What follows belongs to an exercise in optimizing a design on an open flow for small area, a short achievable clock period and few clock cycles per item; a production flow would make more cautious choices.
Where RTL was checked, it was by simulation tests only, not by an equivalence proof against the original.

lane 1:
==> module lp_div, before the edit <==
module lp_div (
    input  wire        clk,
    input  wire        rst,         
    input  wire        start,       
    input  wire        signed_op,   
    input  wire [31:0] dividend,    
    input  wire [31:0] divisor,     
    output wire        in_ready,
    output reg         done,
    output wire [31:0] quotient,
    output wire [31:0] remainder,
    output wire        dz,          
    output wire        ov           
);
    reg        a_vld;
    reg [31:0] a_dvd;       
    reg [31:0] a_dsr;       
    reg        a_nq, a_nr, a_dz, a_ov;
    reg        b_busy;      
    reg [4:0]  b_cnt;       
    reg [31:0] b_rem;       
    reg [31:0] b_d;         
    reg [31:0] b_q;         
    reg        b_nq, b_nr, b_dz, b_ov;
    wire load = a_vld & ~b_busy;
    assign in_ready = ~a_vld | ~b_busy;
    wire        dvd_neg = signed_op & dividend[31];
    wire        dsr_neg = signed_op & divisor[31];
    function [5:0] lzc(input [31:0] x);
        integer i;
        begin
            lzc = 6'd32;
            for (i = 0; i < 32; i = i + 1)
                if (x[i]) lzc = 6'd31 - i[5:0];
        end
    endfunction
    wire [5:0] lz_a = lzc(a_dvd);
    wire [5:0] lz_d = lzc(a_dsr);
    wire [5:0] sh   = lz_d - lz_a;           
    wire       qz   = (lz_d < lz_a);          
    wire [31:0] d_al = a_dsr << sh[4:0];
    wire [32:0] diff = {1'b0, b_rem} - {1'b0, b_d};
    wire        fits = ~diff[32];
    always @(posedge clk) begin
        if (rst) begin
            a_vld  <= 1'b0;
            b_busy <= 1'b0;
            done   <= 1'b0;
        end else begin
            if (start & in_ready) begin
                a_vld <= 1'b1;
            end else if (load) begin
                a_vld <= 1'b0;
            end
            if (load) begin
                b_busy <= ~(qz | a_dz);
                done   <= qz | a_dz;
            end else if (b_busy) begin
                b_busy <= (b_cnt != 5'd0);
                done   <= (b_cnt == 5'd0);
            end else begin
                done   <= 1'b0;
            end
        end
        if (start & in_ready) begin
            a_dvd <= dvd_neg ? (32'd0 - dividend) : dividend;
            a_dsr <= dsr_neg ? (32'd0 - divisor)  : divisor;
            a_nq  <= dvd_neg ^ dsr_neg;
            a_nr  <= dvd_neg;
            a_dz  <= (divisor == 32'd0);
            a_ov  <= signed_op & (dividend == 32'h8000_0000) & (divisor == 32'hFFFF_FFFF);
        end
        if (load) begin
            b_rem <= a_dvd;
            b_d   <= d_al;
            b_q   <= {32{a_dz}};
            b_cnt <= sh[4:0];
            b_nq  <= a_nq;
            b_nr  <= a_nr;
            b_dz  <= a_dz;
            b_ov  <= a_ov;
        end else if (b_busy) begin
            if (fits) b_rem <= diff[31:0];
            b_d   <= {1'b0, b_d[31:1]};
            b_q   <= {b_q[30:0], fits};
            b_cnt <= b_cnt - 5'd1;
        end
    end
    assign quotient  = b_nq ? (32'd0 - b_q)   : b_q;
    assign remainder = b_nr ? (32'd0 - b_rem) : b_rem;
    assign dz = b_dz;
    assign ov = b_ov;
endmodule
Settings: LEC_CHECK=0, ABC_CLOCK_PERIOD_IN_PS=2000, CAP_MARGIN=20, CORE_MARGIN=2, CORE_UTILIZATION=40, SETUP_SLACK_MARGIN=2.8, SLEW_MARGIN=20; clock period 5.0 ns.
run.sh (not shown) runs the stock make flow with config.mk's settings and CLKGATE_MAP_FILE= SYNTH_SCRIPT=/design/flow/synth_recipe.tcl, a recipe that flattens the netlist after the stock synthesis.
Lane 1: flow completed, timing, DRC and antenna clean
Testbench counts of lane 1, summed over its fixed seeds: cycles 21,145, divs 3,200.
Setup changes, lane 1 to lane 2
diff --git a/flow/design.v b/flow/design.v
--- a/flow/design.v
+++ b/flow/design.v
@@ -18,4 +18,5 @@
     reg        a_nq, a_nr, a_dz, a_ov;
     reg        b_busy;      
+    reg        b_fix;       
     reg [4:0]  b_cnt;       
     reg [31:0] b_rem;       
@@ -23,6 +24,7 @@
     reg [31:0] b_q;         
     reg        b_nq, b_nr, b_dz, b_ov;
-    wire load = a_vld & ~b_busy;
-    assign in_ready = ~a_vld | ~b_busy;
+    wire b_free = ~b_busy & ~b_fix;
+    wire load = a_vld & b_free;
+    assign in_ready = ~a_vld | b_free;
     wire        dvd_neg = signed_op & dividend[31];
     wire        dsr_neg = signed_op & divisor[31];
@@ -46,4 +48,5 @@
             a_vld  <= 1'b0;
             b_busy <= 1'b0;
+            b_fix  <= 1'b0;
             done   <= 1'b0;
         end else begin
@@ -55,10 +58,13 @@
             if (load) begin
                 b_busy <= ~(qz | a_dz);
-                done   <= qz | a_dz;
+                b_fix  <= (qz | a_dz) & a_nr;
+                done   <= (qz | a_dz) & ~a_nr;
             end else if (b_busy) begin
                 b_busy <= (b_cnt != 5'd0);
-                done   <= (b_cnt == 5'd0);
+                b_fix  <= (b_cnt == 5'd0) & (b_nq | b_nr);
+                done   <= (b_cnt == 5'd0) & ~(b_nq | b_nr);
             end else begin
-                done   <= 1'b0;
+                b_fix  <= 1'b0;
+                done   <= b_fix;
             end
         end
@@ -74,5 +80,5 @@
             b_rem <= a_dvd;
             b_d   <= d_al;
-            b_q   <= {32{a_dz}};
+            b_q   <= a_dz ? (a_nq ? 32'd1 : 32'hFFFF_FFFF) : 32'd0;
             b_cnt <= sh[4:0];
             b_nq  <= a_nq;
@@ -85,8 +91,11 @@
             b_q   <= {b_q[30:0], fits};
             b_cnt <= b_cnt - 5'd1;
+        end else if (b_fix) begin
+            if (b_nq & ~b_dz) b_q <= 32'd0 - b_q;
+            if (b_nr) b_rem <= 32'd0 - b_rem;
         end
     end
-    assign quotient  = b_nq ? (32'd0 - b_q)   : b_q;
-    assign remainder = b_nr ? (32'd0 - b_rem) : b_rem;
+    assign quotient  = b_q;
+    assign remainder = b_rem;
     assign dz = b_dz;
     assign ov = b_ov;
==> notes.md <==
- Comparing lane 1 and lane 2, the higher area of the die is on lane 2.
- In lane 2 relative to lane 1, distinct cell type count of the synthesized netlist had gone down by more than 10%.
- Compared with lane 1, lane 2 shows wire length higher by 7.9%.
- Between lane 1 and lane 2, the via total after detailed routing is higher for lane 2.
- Comparing lane 1 and lane 2, the higher met1 wire length is on lane 2.
- On headroom to the max-slew limit, lane 2 does better than lane 1.
For lane 2, only the layout was checked, not whether the RTL still works.

---

The RTL this note starts from:
==> flow/design.v <==
module lp_div (
    input  wire        clk,
    input  wire        rst,         
    input  wire        start,       
    input  wire        signed_op,   
    input  wire [31:0] dividend,    
    input  wire [31:0] divisor,     
    output wire        in_ready,
    output reg         done,
    output reg  [31:0] quotient,
    output reg  [31:0] remainder,
    output reg         dz,          
    output reg         ov           
);
    function [31:0] below_or(input [31:0] x);
        reg [31:0] p;
        integer l, i, j;
        begin
            p = {x[30:0], 1'b0};
            for (l = 0; l < 5; l = l + 1)
                for (i = 0; i < 32; i = i + 1)
                    if ((i >> l) & 1) begin
                        j = ((i >> l) << l) - 1;
                        p[i] = p[i] | p[j];
                    end
            below_or = p;
        end
    endfunction
    function [31:0] cneg(input [31:0] x, input s);
        cneg = x ^ ({32{s}} & below_or(x));
    endfunction
    function [32:0] add32c(input [31:0] x, input [31:0] y, input cin);
        reg [31:0] g, p, t;
        integer l, i, j;
        begin
            t = x ^ y;
            g = x & y;
            p = t;
            g[0] = g[0] | (p[0] & cin);
            for (l = 0; l < 5; l = l + 1)
                for (i = 0; i < 32; i = i + 1)
                    if ((i >> l) & 1) begin
                        j = ((i >> l) << l) - 1;
                        g[i] = g[i] | (p[i] & g[j]);
                        p[i] = p[i] & p[j];
                    end
            add32c[32] = g[31];
            add32c[0]  = t[0] ^ cin;
            for (i = 1; i < 32; i = i + 1)
                add32c[i] = t[i] ^ g[i-1];
        end
    endfunction
    function [33:0] add33c(input [32:0] x, input [32:0] y, input cin);
        reg [32:0] g, p, t;
        integer l, i, j;
        begin
            t = x ^ y;
            g = x & y;
            p = t;
            g[0] = g[0] | (p[0] & cin);
            for (l = 0; l < 6; l = l + 1)
                for (i = 0; i < 33; i = i + 1)
                    if ((i >> l) & 1) begin
                        j = ((i >> l) << l) - 1;
                        g[i] = g[i] | (p[i] & g[j]);
                        p[i] = p[i] & p[j];
                    end
            add33c[33] = g[32];
            add33c[0]  = t[0] ^ cin;
            for (i = 1; i < 33; i = i + 1)
                add33c[i] = t[i] ^ g[i-1];
        end
    endfunction
    function [34:0] add35(input [34:0] x, input [34:0] y, input cin);
        reg [34:0] g, p, t;
        integer l, i, j;
        begin
            t = x ^ y;
            g = x & y;
            p = t;
            g[0] = g[0] | (p[0] & cin);
            for (l = 0; l < 6; l = l + 1)
                for (i = 0; i < 35; i = i + 1)
                    if ((i >> l) & 1) begin
                        j = ((i >> l) << l) - 1;
                        g[i] = g[i] | (p[i] & g[j]);
                        p[i] = p[i] & p[j];
                    end
            add35[0] = t[0] ^ cin;
            for (i = 1; i < 35; i = i + 1)
                add35[i] = t[i] ^ g[i-1];
        end
    endfunction
    function [5:0] lzc32(input [31:0] x);
        reg [15:0] z1; reg [15:0] c1;
        reg [7:0]  z2; reg [15:0] c2;
        reg [3:0]  z3; reg [11:0] c3;
        reg [1:0]  z4; reg [7:0]  c4;
        integer i;
        begin
            for (i = 0; i < 16; i = i + 1) begin
                z1[i] = ~(x[2*i+1] | x[2*i]);
                c1[i] = ~x[2*i+1];
            end
            for (i = 0; i < 8; i = i + 1) begin
                z2[i] = z1[2*i+1] & z1[2*i];
                c2[2*i +: 2] = z1[2*i+1] ? {1'b1, c1[2*i]} : {1'b0, c1[2*i+1]};
            end
            for (i = 0; i < 4; i = i + 1) begin
                z3[i] = z2[2*i+1] & z2[2*i];
                c3[3*i +: 3] = z2[2*i+1] ? {1'b1, c2[4*i +: 2]} : {1'b0, c2[4*i+2 +: 2]};
            end
            for (i = 0; i < 2; i = i + 1) begin
                z4[i] = z3[2*i+1] & z3[2*i];
                c4[4*i +: 4] = z3[2*i+1] ? {1'b1, c3[6*i +: 3]} : {1'b0, c3[6*i+3 +: 3]};
            end
            lzc32 = (z4[1] & z4[0]) ? 6'd32
                  : (z4[1] ? {2'b01, c4[3:0]} : {2'b00, c4[7:4]});
        end
    endfunction
    function [5:0] lzmag(input [31:0] x, input neg);
        reg pw;
        integer i;
        begin
            pw = neg;
            for (i = 1; i < 32; i = i + 1)
                pw = pw & (x[i] | ~x[i-1]);
            lzmag = lzc32(x ^ {32{neg}}) - {5'd0, pw};
        end
    endfunction
    reg        a_vld;
    reg [31:0] a_dvd;       
    reg [31:0] a_dsx;       
    reg [5:0]  a_lza;       
    reg [5:0]  a_lzd;       
    reg        a_nq, a_nr;
    reg        a_pos;       
    reg        b_busy;      
    reg        b_short;     
    reg        b_first;     
    reg [3:0]  b_cnt;       
    reg [31:0] b_rem;       
    reg [31:0] b_d;         
    reg [31:0] b_q;         
    reg        b_nq, b_nr, b_dz, b_ov;
    reg        b_pos;       
    reg [31:0] o_rem;       
    reg        o_nq, o_nr, o_dz, o_ov;
    reg        o_done;
    wire fin_it  = b_busy & (b_cnt == 4'd0);
    wire b_ready = ~b_busy | fin_it;          
    wire load    = a_vld & b_ready;
    assign in_ready = ~a_vld | b_ready;
    wire take    = start & in_ready;
    wire dvd_neg = signed_op & dividend[31];
    wire dsr_neg = signed_op & divisor[31];
    wire [6:0]  shd  = {1'b0, a_lzd} - {1'b0, a_lza};
    wire [5:0]  sh   = shd[5:0];              
    wire        qz   = shd[6];                
    wire        a_dz = a_lzd[5];
    wire        short = qz | a_dz;
    wire [31:0] d_s1 = sh[1] ? {a_dsx[29:0], {2{a_pos}}}  : a_dsx;
    wire [31:0] d_s2 = sh[2] ? {d_s1[27:0],  {4{a_pos}}}  : d_s1;
    wire [31:0] d_s3 = sh[3] ? {d_s2[23:0],  {8{a_pos}}}  : d_s2;
    wire [31:0] d_al = sh[4] ? {d_s3[15:0], {16{a_pos}}}  : d_s3;
    wire        a_ov = a_nr & ~a_nq & (a_lza == 6'd0) & (a_lzd == 6'd31);
    wire [34:0] x3 = {3'b000, b_rem};
    wire [34:0] y3 = {3'b111, b_d};
    wire [34:0] z3 = {2'b11, b_d, b_pos};
    wire [32:0] r1 = add32c(b_rem, b_d, b_pos);
    wire [33:0] r2 = add33c({1'b0, b_rem}, {b_d, b_pos}, b_pos);
    wire [34:0] cs_s = x3 ^ y3 ^ z3;
    wire [34:0] cs_c = (x3 & y3) | (x3 & z3) | (y3 & z3);
    wire [34:0] r3 = add35(cs_s, {cs_c[33:0], b_pos}, b_pos);
    wire        f1 = r1[32];
    wire        f2 = r2[33];
    wire        f3 = ~r3[34];
    wire [31:0] rem_nx = f3 ? r3[31:0] : f2 ? r2[31:0] : f1 ? r1[31:0] : b_rem;
    wire [1:0]  dig    = {f2, f3 | (f1 & ~f2)};
    always @(posedge clk) begin
        if (rst) begin
            a_vld   <= 1'b0;
            b_busy  <= 1'b0;
            b_short <= 1'b0;
            o_done  <= 1'b0;
            done    <= 1'b0;
        end else begin
            if (take) begin
                a_vld <= 1'b1;
            end else if (load) begin
                a_vld <= 1'b0;
            end
            b_busy  <= load ? ~short : (b_busy & (b_cnt != 4'd0));
            b_short <= load & short;
            o_done  <= fin_it | b_short;
            done    <= o_done;
        end
        if (take) begin
            a_dvd <= cneg(dividend, dvd_neg);
            a_dsx <= divisor ^ {32{~dsr_neg}};
            a_lza <= lzmag(dividend, dvd_neg);
            a_lzd <= lzmag(divisor, dsr_neg);
            a_nq  <= dvd_neg ^ dsr_neg;
            a_nr  <= dvd_neg;
            a_pos <= ~dsr_neg;
        end
        if (load) begin
            b_nq  <= a_nq;
            b_nr  <= a_nr;
            b_dz  <= a_dz;
            b_ov  <= a_ov;
            b_pos <= a_pos;
        end
        b_rem   <= load ? a_dvd : rem_nx;
        b_d     <= load ? d_al  : {2'b11, b_d[31:2]};
        b_cnt   <= load ? sh[4:1] : b_cnt - 4'd1;
        b_first <= load;
        b_q     <= b_short ? {32{b_dz}}
                           : {b_q[29:0] & {30{~b_first}}, dig};
        o_rem   <= b_short ? b_rem : rem_nx;
        o_nq    <= b_nq;
        o_nr    <= b_nr;
        o_dz    <= b_dz;
        o_ov    <= b_ov;
    end
    always @(posedge clk) begin
        quotient  <= cneg(b_q, o_nq);
        remainder <= cneg(o_rem, o_nr);
        dz        <= o_dz;
        ov        <= o_ov;
    end
endmodule
Settings: LEC_CHECK=0, ABC_AREA=1, CAP_MARGIN=20, CORE_MARGIN=2, CORE_UTILIZATION=55, SETUP_SLACK_MARGIN=2.0, SLEW_MARGIN=20, TNS_END_PERCENT=0; clock period 5.0 ns.
standard.sh (not shown) runs the stock make flow with config.mk's settings and CLKGATE_MAP_FILE= SYNTH_SCRIPT=/design/flow/synth_recipe.tcl, a recipe that flattens the netlist after the stock synthesis.
==> flow/flow/run.sh <==
#!/bin/bash
# The standard layout flow, unchanged except that the port buffers
# are the library's smallest plain buffer instead of a delay buffer.
# Every input and output port still gets its own buffer.
set -euo pipefail
export BUFFER_PORTS_ARGS="-buffer_cell sky130_fd_sc_hd__buf_1"
bash standard.sh > standard.log 2>&1
The first run passed the timing, design-rule and antenna checks.
Testbench counts at the start, summed over its fixed seeds: cycles 11,027, divs 3,200.
Next try:
--- a/flow/design.v
+++ b/flow/design.v
@@ -145,15 +145,16 @@
     reg        b_nq, b_nr, b_dz, b_ov;
     reg        b_pos;       
     reg [31:0] o_rem;       
     reg        o_nq, o_nr, o_dz, o_ov;
     reg        o_done;
+    reg  r_ready;                             
     wire fin_it  = b_busy & (b_cnt == 4'd0);
     wire b_ready = ~b_busy | fin_it;          
     wire load    = a_vld & b_ready;
-    assign in_ready = ~a_vld | b_ready;
-    wire take    = start & in_ready;
+    assign in_ready = r_ready;
+    wire take    = start & r_ready;
     wire dvd_neg = signed_op & dividend[31];
     wire dsr_neg = signed_op & divisor[31];
     wire [6:0]  shd  = {1'b0, a_lzd} - {1'b0, a_lza};
     wire [5:0]  sh   = shd[5:0];              
     wire        qz   = shd[6];                
@@ -178,10 +179,11 @@
     wire [31:0] rem_nx = f3 ? r3[31:0] : f2 ? r2[31:0] : f1 ? r1[31:0] : b_rem;
     wire [1:0]  dig    = {f2, f3 | (f1 & ~f2)};
     always @(posedge clk) begin
         if (rst) begin
             a_vld   <= 1'b0;
+            r_ready <= 1'b1;
             b_busy  <= 1'b0;
             b_short <= 1'b0;
             o_done  <= 1'b0;
             done    <= 1'b0;
         end else begin
@@ -189,10 +191,13 @@
                 a_vld <= 1'b1;
             end else if (load) begin
                 a_vld <= 1'b0;
             end
             b_busy  <= load ? ~short : (b_busy & (b_cnt != 4'd0));
+            r_ready <= ~(take | (a_vld & ~load))
+                     | (load ? (short | (sh[4:1] == 4'd0))
+                             : (~b_busy | (b_cnt == 4'd0) | (b_cnt == 4'd1)));
             b_short <= load & short;
             o_done  <= fin_it | b_short;
             done    <= o_done;
         end
         if (take) begin
The changed run produced a clean layout.
Final area increases by about 3.7%.
Setup slack got worse by 0.067 ns.
Count of clock-buffer cells in the layout decreases by 1.
The RTL of the second run of this note was laid out without a check of its function.

what the ideal ports hide:
In the flow no input, the clock included, has a driving cell. The finished layouts below were timed again as built, in two steps. Step 1, drivers: a clkbuf_16 drives clk and a buf_2 each remaining input, both assumed. Step 2 times the ports against the registers' clock, not the clock port: input delays grow and output delays shrink by t, the midpoint of the rising clock arrivals with the driver on. a / b / c = ideal ports / drivers / drivers and shift; a / b = the first two.
run | t (ns) | slack for setup (ns) | worst register clock-pin slew, ns
lane 1 | 0.492 | 0.660 / 0.607 / 0.737 | 0.08 / 0.08
lane 2 | 0.493 | 0.512 / 0.512 / 0.512 | 0.08 / 0.08
the first run of note 2 | 0.601 | 1.938 / 1.938 / 1.399 | 0.06 / 0.06
the second run of note 2 | 0.615 | 1.870 / 1.870 / 1.547 | 0.06 / 0.06
After both steps every run listed still meets setup and hold. The setup slack of the first run of note 2, which loses most, moves by 0.000 ns with the drivers and by -0.539 ns with both steps.
